From an optimization exercise on the open Yosys and OpenROAD flow, aimed at small area and a short achievable clock period; shortcuts taken in it are not production practice.
Only simulation tests tie the RTL to the original design; equivalence was not proved.
No activity file was given, so power comes from the tool's default toggle rates.

## flow/design.v (module list and top-level ports; edited modules follow where they fit)
// module pixcorr: 4533 lines
module pixcorr (
    input  wire        clk,
    input  wire        rst,
    input  wire [31:0] cfg_dt,
    input  wire [31:0] cfg_h,
    input  wire [23:0] cfg_scene_ofs,
    input  wire [8:0]  cfg_alpha,
    input  wire [15:0] cfg_thr,
    input  wire        cfg_tf_en,
    input  wire        cfg_fresh,
    input  wire        frame_start,
    input  wire        frame_end,
    input  wire        in_valid,
    input  wire        in_blind,
    input  wire        in_sat,
    input  wire [23:0] in_xp,
    input  wire [23:0] in_b,
    input  wire [23:0] in_o,
    input  wire [15:0] in_d,
    input  wire [15:0] in_g,
    input  wire [15:0] in_s,
    output reg         out_valid,
    output reg  [15:0] out_y,
    output reg  [15:0] out_state,
    output reg         stats_valid,
    output reg  [19:0] st_nvalid,
    output reg  [19:0] st_ninvalid,
    output reg  [19:0] st_nbad,
    output reg  [19:0] st_nrsat,
    output reg  [19:0] st_clip_lo,
    output reg  [19:0] st_clip_hi,
    output reg  [19:0] st_motion,
    output reg  [15:0] st_min,
    output reg  [15:0] st_max,
    output reg  [35:0] st_sum
);
  // ...
==> flow/flow/run.sh <==
#!/bin/bash
# The standard layout with these changes to how it is made:
#  1. after the standard synthesis, flow/polarity.py removes inverters between
#     full adders (a full adder with all inputs and outputs inverted is the same
#     cell), leaving every register and all other logic as synthesized;
#  3. clock tree synthesis runs without dummy loads.
# The SDC, clock period and flow steps are the standard ones.
set -euo pipefail
here=$(pwd)
margin=$(cat flow/margin.txt)
cts="CTS_ARGS=-sink_clustering_enable -repair_clock_nets -dont_use_dummy_load"
sed "s|\"\${@:-finish}\"|SETUP_SLACK_MARGIN=${margin} '${cts}' \"\${@:-finish}\"|" standard.sh > own_standard.sh
grep -q "SETUP_SLACK_MARGIN=${margin}" own_standard.sh
res="$here/orfs/results/${FLOW_PLATFORM:-sky130hd}/pixcorr/base"
bash own_standard.sh "$res/1_2_yosys.v" > "$here/make_synth.log" 2>&1
cp "$res/1_2_yosys.v" "$here/1_2_yosys.standard.v"
python3 flow/polarity.py "$here/1_2_yosys.standard.v" "$res/1_2_yosys.v" > "$here/polarity.log" 2>&1
touch "$res/1_2_yosys.v"
bash own_standard.sh > "$here/make_finish.log" 2>&1
==> flow/flow/margin.txt <==
11.5
==> flow/flow/polarity.py <==
#!/usr/bin/env python3
"""Inverter clean-up on a Yosys sky130hd netlist.

A full adder is self-dual: FA(~a, ~b, ~c) = (~sum, ~cout). Synthesis often
leaves inverters between full adders; this pass flips a full adder's
polarity (inverting all its inputs and both its outputs) whenever that
removes more inverters than it adds. Registers and all other cells are left
as they are. Usage: polarity.py in.v out.v
"""
import re
import sys
from collections import defaultdict

INV = {"inv_1", "inv_2", "inv_4", "clkinv_1", "clkinv_2"}
CELL_RE = re.compile(r"^\s*sky130_fd_sc_hd__(\w+)\s+(\S+)\s*\((.*?)\);", re.S | re.M)
PIN_RE = re.compile(r"\.(\w+)\(\s*([^()]*?)\s*\)")

src = open(sys.argv[1]).read()
matches = list(CELL_RE.finditer(src))
head = src[:matches[0].start()]
tail = src[matches[-1].end():]
between = "".join(src[a.end():b.start()] for a, b in zip(matches, matches[1:]))
assert re.sub(r"\(\*.*?\*\)", "", between).strip() == "", "unexpected text between cells"

cells = {}
order = []
for m in matches:
    typ, name, body = m.group(1), m.group(2), m.group(3)
    pins = dict(PIN_RE.findall(body))
    cells[name] = [typ, pins]
    order.append(name)

OUTS = {"X", "Y", "Q", "Q_N", "SUM", "COUT", "HI", "LO"}
drv = {}
loads = defaultdict(set)          # net -> set of (cell, pin)


def connect(c, p, n):
    cells[c][1][p] = n
    if p in OUTS:
        drv[n] = (c, p)
    else:
        loads[n].add((c, p))


def disconnect(c, p):
    n = cells[c][1][p]
    if p in OUTS:
        if drv.get(n) == (c, p):
            del drv[n]
    else:
        loads[n].discard((c, p))
    return n


for c in order:
    for p, n in cells[c][1].items():
        if p in OUTS:
            drv[n] = (c, p)
        else:
            loads[n].add((c, p))

ports = set(re.findall(r"(?:input|output)\s+(?:\[[^\]]*\]\s*)?([^;\s]+)\s*;", head))


def is_port(n):
    base = n.split("[")[0].strip()
    return base in ports


nid = [0]
new_wires = []


def new_net():
    nid[0] += 1
    n = "_pol%d_" % nid[0]
    new_wires.append(n)
    return n


def new_inv(a, y):
    nid[0] += 1
    c = "_polinv%d_" % nid[0]
    cells[c] = ["inv_1", {}]
    order.append(c)
    connect(c, "A", a)
    connect(c, "Y", y)
    return c


def remove_cell(c):
    for p in list(cells[c][1]):
        disconnect(c, p)
    del cells[c]


def inv_of(n):
    """an existing inverter driven by n, or None"""
    for c, p in loads[n]:
        if cells[c][0] in INV and p == "A":
            return c
    return None


def src_inv(n):
    """if n is driven by an inverter, that inverter"""
    d = drv.get(n)
    if d and cells[d[0]][0] in INV:
        return d[0]
    return None


def gain(fa):
    pins = cells[fa][1]
    g = 0
    for p in ("A", "B", "CIN"):
        n = pins[p]
        if n.startswith("1'b"):
            continue
        i = src_inv(n)
        if i is not None:
            if len(loads[n]) == 1 and not is_port(n):
                g += 1
        elif inv_of(n) is None:
            g -= 1
    for p in ("SUM", "COUT"):
        n = pins[p]
        invs = [c for c, q in loads[n] if cells[c][0] in INV]
        others = len(loads[n]) - len(invs)
        if is_port(n):
            others += 1
        if len(invs) == 0:
            g -= 1
        elif len(invs) == 1:
            g += 1 if others == 0 else 0
        else:
            return -99
    return g


def flip(fa):
    pins = cells[fa][1]
    for p in ("A", "B", "CIN"):
        n = pins[p]
        if n.startswith("1'b"):
            disconnect(fa, p)
            connect(fa, p, "1'b1" if n == "1'b0" else "1'b0")
            continue
        i = src_inv(n)
        disconnect(fa, p)
        if i is not None:
            connect(fa, p, cells[i][1]["A"])
            if not loads[n] and not is_port(n):
                remove_cell(i)
        else:
            j = inv_of(n)
            if j is None:
                m = new_net()
                new_inv(n, m)
            else:
                m = cells[j][1]["Y"]
            connect(fa, p, m)
    for p in ("SUM", "COUT"):
        n = pins[p]
        invs = [c for c, q in loads[n] if cells[c][0] in INV]
        disconnect(fa, p)
        if invs:
            j = invs[0]
            m = cells[j][1]["Y"]
            remove_cell(j)
            connect(fa, p, m)
            if loads[n] or is_port(n):
                new_inv(m, n)
        else:
            m = new_net()
            connect(fa, p, m)
            new_inv(m, n)


changed = True
rounds = 0
while changed and rounds < 20:
    changed = False
    rounds += 1
    for c in list(order):
        if c in cells and cells[c][0].startswith("fa_") and gain(c) > 0:
            flip(c)
            changed = True

ninv = sum(1 for c in cells.values() if c[0] in INV)
sys.stderr.write("polarity: %d rounds, %d inverters left\n" % (rounds, ninv))

out = [head.rstrip("\n") + "\n"]
for w in new_wires:
    out.append("  wire %s;\n" % w)
for c in order:
    if c not in cells:
        continue
    typ, pins = cells[c]
    body = ",\n".join("    .%s(%s%s)" % (p, n, " " if n.startswith("\\") else "")
                       for p, n in pins.items())
    out.append("  sky130_fd_sc_hd__%s %s (\n%s\n  );\n" % (typ, c, body))
out.append(tail.lstrip("\n") if tail.strip() else "endmodule\n")
open(sys.argv[2], "w").write("".join(out))
==> flow/standard.sh <==
#!/bin/bash
# synth_recipe.tcl (not shown) runs the flow's synth.tcl, then flattens the netlist and writes it again
# the make line also repeats each setting of config.mk as NAME=value (left out here)
make -C /OpenROAD-flow-scripts/flow DESIGN_CONFIG=/design/flow/config.mk WORK_HOME=/design/flow/orfs CLKGATE_MAP_FILE= SYNTH_SCRIPT=/design/flow/synth_recipe.tcl "${@:-finish}"
==> flow/config.mk <==
export PLATFORM = sky130hd
export DESIGN_NAME = pixcorr
export DESIGN_NICKNAME = pixcorr
export VERILOG_FILES = /design/flow/design.v
export SDC_FILE = /design/flow/constraint.sdc
export NUM_CORES = 4
export LEC_CHECK = 0
export CAP_MARGIN = 20
export CORE_MARGIN = 2
export CORE_UTILIZATION = 35
export PLACE_DENSITY = 0.55
export SLEW_MARGIN = 20
==> flow/constraint.sdc <==
create_clock -name core_clock -period 16.0 [get_ports {clk}]
set_input_delay 3.2000 -clock core_clock [delete_from_list [all_inputs] [get_ports {clk}]]
set_output_delay 3.2000 -clock core_clock [all_outputs]
set_load 0.01 [all_outputs]
==> results.toml, run 1 <==
[floorplan]
initial_utilization = 0.351

[clock_tree]
clkSlewWorstSetupHoldPaths_ns = 0.06
root_buffer = "clkbuf_16"

[worst_setup_path]
critPathMaxStageDelay_ns = 0.37
critPathBufInv = 1
path_cells = "buf_4"
worstPathArrival_ns = 1.23
r2r-start = "a_two[3]"

[sta]
drv_slew = 0
finalHoldViolations = 0
slew_headroom = 0.290
tns_ns = 0
fin_crit_ns = 4.43

[final_layout]
nNonClkInverters = 534
multi_input_area_share = 0.567
drive_gt1_frac = 0.137
seq-cell-share = 0.247
clkbuf_count = 94
fin_util = 0.409
top_area_cell_class = "multi-input combinational cells"

[power]
combinationalPowerShare = 0.677
swShare = 0.465

[synthesis]
syn_nets = 7049
ys_warn_count = 1

[global_route]
gr-usage-met2 = 0.336
grt_pass1_vias = 44600

[route]
dr_wl_met2_mm = 82.8
ant_nets = 0

[run_status]
status = "no timing/DRC/antenna violations"

[placed_design]
hpwl_mm = 128

[job]
cap_violations = 0
==> run 2: changes to the inputs <==
--- a/flow/flow/run.sh
+++ b/flow/flow/run.sh
@@ -8,7 +8,7 @@
 set -euo pipefail
 here=$(pwd)
 margin=$(cat flow/margin.txt)
-cts="CTS_ARGS=-sink_clustering_enable -repair_clock_nets -dont_use_dummy_load"
+cts="CTS_ARGS=-sink_clustering_enable -repair_clock_nets -dont_use_dummy_load -sink_clustering_size 24 -sink_clustering_max_diameter 130"
 sed "s|\"\${@:-finish}\"|SETUP_SLACK_MARGIN=${margin} '${cts}' \"\${@:-finish}\"|" standard.sh > own_standard.sh
 grep -q "SETUP_SLACK_MARGIN=${margin}" own_standard.sh
 res="$here/orfs/results/${FLOW_PLATFORM:-sky130hd}/pixcorr/base"
--- a/flow/config.mk
+++ b/flow/config.mk
@@ -7,6 +7,6 @@
 export LEC_CHECK = 0
 export CAP_MARGIN = 20
 export CORE_MARGIN = 2
-export CORE_UTILIZATION = 35
-export PLACE_DENSITY = 0.55
+export CORE_UTILIZATION = 40
+export PLACE_DENSITY = 0.6
 export SLEW_MARGIN = 20
==> run 2 against run 1 <==
Effect of this change:
- still clean on timing, DRC and antenna
- cell count fell by 3.9%
- core utilization rose by 5.1 points
- die area is 12% lower
- via count decreased by 0.12%
- critical path type unchanged
- critical endpoint is now st_max[10]
- largest cell class unchanged
- largest power group unchanged
==> results.toml, run 2 <==
[placed_design]
dpl-instance-area_um2 = 63700
hpwl_mm = 123
gp_congestion = 0.911
placedCellCount = 7869
port_buffers = 483

[clock_tree]
cts_tree = "built"
root_buffer = "clkbuf_16"
cts.path.max_buffers = 3
clkSlewWorstSetupHoldPaths_ns = 0.11
cts_made_buffers = 42
hold_buffers = 0
cts-htree-levels = 2
clkLatencyLatePin_ns = 0.66
cts.sinks = 806

[route]
first_pass_iters = 6
wl_per_cell_um = 20.7
drc = 0
drt_iter0_drc = 3245
wirelength_mm = 166
vias_per_cell = 5.42
ant_nets = 0
vias = 43500

[power]
combinationalPowerShare = 0.712
p_int_w = 0.00771
p_switching_w = 0.00708
ir_worst_vdd_v = 0.000173
swShare = 0.479
totalPowerFinal_w = 0.0148
power_frac_seq = 0.212
p_per_area_nw_per_um2 = 224
clkPwrFrac = 0.076
p_leak_nw = 27.1

[sta]
slew_headroom = 0.251
fin_crit_ns = 4.45
drv_slew = 0
max_slew.worst_pin.slew_ns = 1.12
post-route-period-util = 0.278
tns_ns = 0
fmax_mhz = 225
finalSetupViolCount = 0
whs_ns = 0.291
finalHoldViolations = 0
grt_setup_unrepaired = "yes"
finalClockSkew_ns = 0.0608

[worst_setup_path]
cp_top_family = "flip-flops"
start_kind = "flop"
worstReg2RegEnd = "s1_c"
r2r-start = "p0_btwo[4]"
end_kind = "output pin"
worstPathArrival_ns = 1.25
r2r.worst_path.cells = 13
crit_fanout = 2
critPathMaxStageDelay_ns = 0.37
slowest_stage = "dfxtp_2"
required_ns = 12.80
path_cells = "clkdlybuf4s15_2"
critPathBufInv = 1
regToRegSetupSlack_ns = 11.55
crit_type = "flop to output pin"

[worst_hold_path]
holdPathStages = 0
hold_class = "flop to flop"
min_to = "s1b_blind"
min_from = "s1_blind"

[final_layout]
final_common_cell = "xnor2_1"
area_growth_pct = 14.4
final_cells = 8034
largest_reg_flops = 36
layout_top_registers = "st_sum: 36 flops, s2_ya: 35 flops, s2_yb: 35 flops"
final_area_um2 = 66000
drive_gt1_frac = 0.132
fin_nets = 7316
regMostFlops = "st_sum"
most-common-layout-cells = "xnor2_1 (683), fa_1 (599), a22oi_1 (564)"

[run_status]
status = "no timing/DRC/antenna violations"

[global_route]
grt_usage = 0.221
grt_pass1_vias = 43800
antenna_found_initial = 4
grt_start_max_net_pins = 84
grt_pass1_wl_mm = 257
grt.overflow.total = 0

[synthesis]
synth_cells = 5863
synth_area_um2 = 57700
ys_warn_count = 1
syn_nets = 7049
syn_avg_cell_area_um2 = 9.84

[floorplan]
die_area_um2 = 147000
die_h_um = 384
design.core.area_um2 = 143000
die_x_um = 384
io_pins = 484
initial_utilization = 0.402
row_count = 139

[job]
cap_violations = 0
run 2: changes by cell type in the layout (fill, tap and decap cells not counted), moves of 5 or more:
cell	previous run	this run
clkbuf_2	0	22
buf_6	33	8
a22oi_2	14	8
dlygate4sd2_1	0	6
buf_12	6	1
clkdlybuf4s15_2	8	113
dfxtp_1	563	541
clkdlybuf4s15_1	2	8
dfxtp_2	171	192
buf_4	196	167
a22oi_1	558	564
clkbuf_16	95	42
buf_2	159	93
run 2: stage by stage:
stage / utilization / worst slack (ns)
final: 0.460 / 11.55
after global routing: 0.460 / 11.39
after CTS: 0.457 / 11.26
after detailed placement: 0.444 / 10.59
after global placement: 0.444 / 10.66
after floorplan: - / 11.48
run 2: how the worst max path moves through the flow:
stage          depth (start not counted)  startpoint            end
2_1_floorplan                         18    a_neg[1]  out_state[13]
3_3_place_gp                           6    in_blind       p0_u[21]
3_5_place_dp                           6    in_blind       p0_u[21]
4_1_cts                               13  p0_bneg[5]           s1_c
5_1_grt                               13  p0_bneg[6]           s1_c
6_report                               1  st_max[10]     st_max[10]
run 2: power groups by stage:
stage | Clock (W) | Combinational, W | Sequential (W)
6_report | 0.00112 | 0.0105 | 0.00314
5_1_grt | 0.00124 | 0.0120 | 0.00316
4_1_cts | 0.00117 | 0.0104 | 0.00311
3_5_place_dp | 0 | 0.0103 | 0.00316
3_3_place_gp | 0 | 0.0101 | 0.00315
2_1_floorplan | 0 | 0.00762 | 0.00273
run 2: area by class of cell:
type / instances / area [µm²]
antenna: 3 / 7.51
clock buffer: 42 / 1050
fill: 13600 / 77400
inverter: 534 / 2040
multi-input combinational: 4085 / 38100
sequential: 806 / 16600
tap: 1903 / 2380
timing repair buffer: 661 / 5780
run 2: timing repair:
item | in CTS | in global routing
pin swaps | 1 | 5
setup endpoints to repair | 336 | 114
buffers inserted | 87 | 32
gates resized for setup | 1057 | 139
cloned | 0 | 1
run 2: routing by layer:
layer | vias up | global-route usage | wire [µm]
met5 | - | 0 | 13
met4 | 2 | 0.0710 | 5400
met3 | 289 | 0.0381 | 12200
met2 | 1723 | 0.376 | 79900
met1 | 21400 | 0.284 | 68800
li1 | 20100 | - | -

-- what the ideal ports hide --
The flow's constraints put no driver on any port. The routed layouts listed below were extracted and timed again, unchanged, in two steps.
Step 1, drivers: a clkbuf_16 drives clk and a buf_2 each remaining input, both assumed.
Step 2 adds t to the input delays and takes it off the output delays; t is the mean of the earliest and latest rising clock arrival at the registers after step 1. Input paths then give back, and output paths get back, about the clock's delay inside the block.
Three values: no drivers, after step 1, after step 2; two values: the first two.
run	t, ns	setup WS [ns]	latest minus earliest clock arrival (ns)	slew at the worst register clock pin (ns)
run 1	0.748	11.568 / 11.489 / 10.983	0.126 / 0.126	0.06 / 0.06
run 2	0.701	11.551 / 11.475 / 10.945	0.073 / 0.073	0.11 / 0.11
After both steps every run listed still meets setup and hold. The setup slack of run 2, which loses most, moves by -0.076 ns with the drivers and by -0.606 ns with both steps.
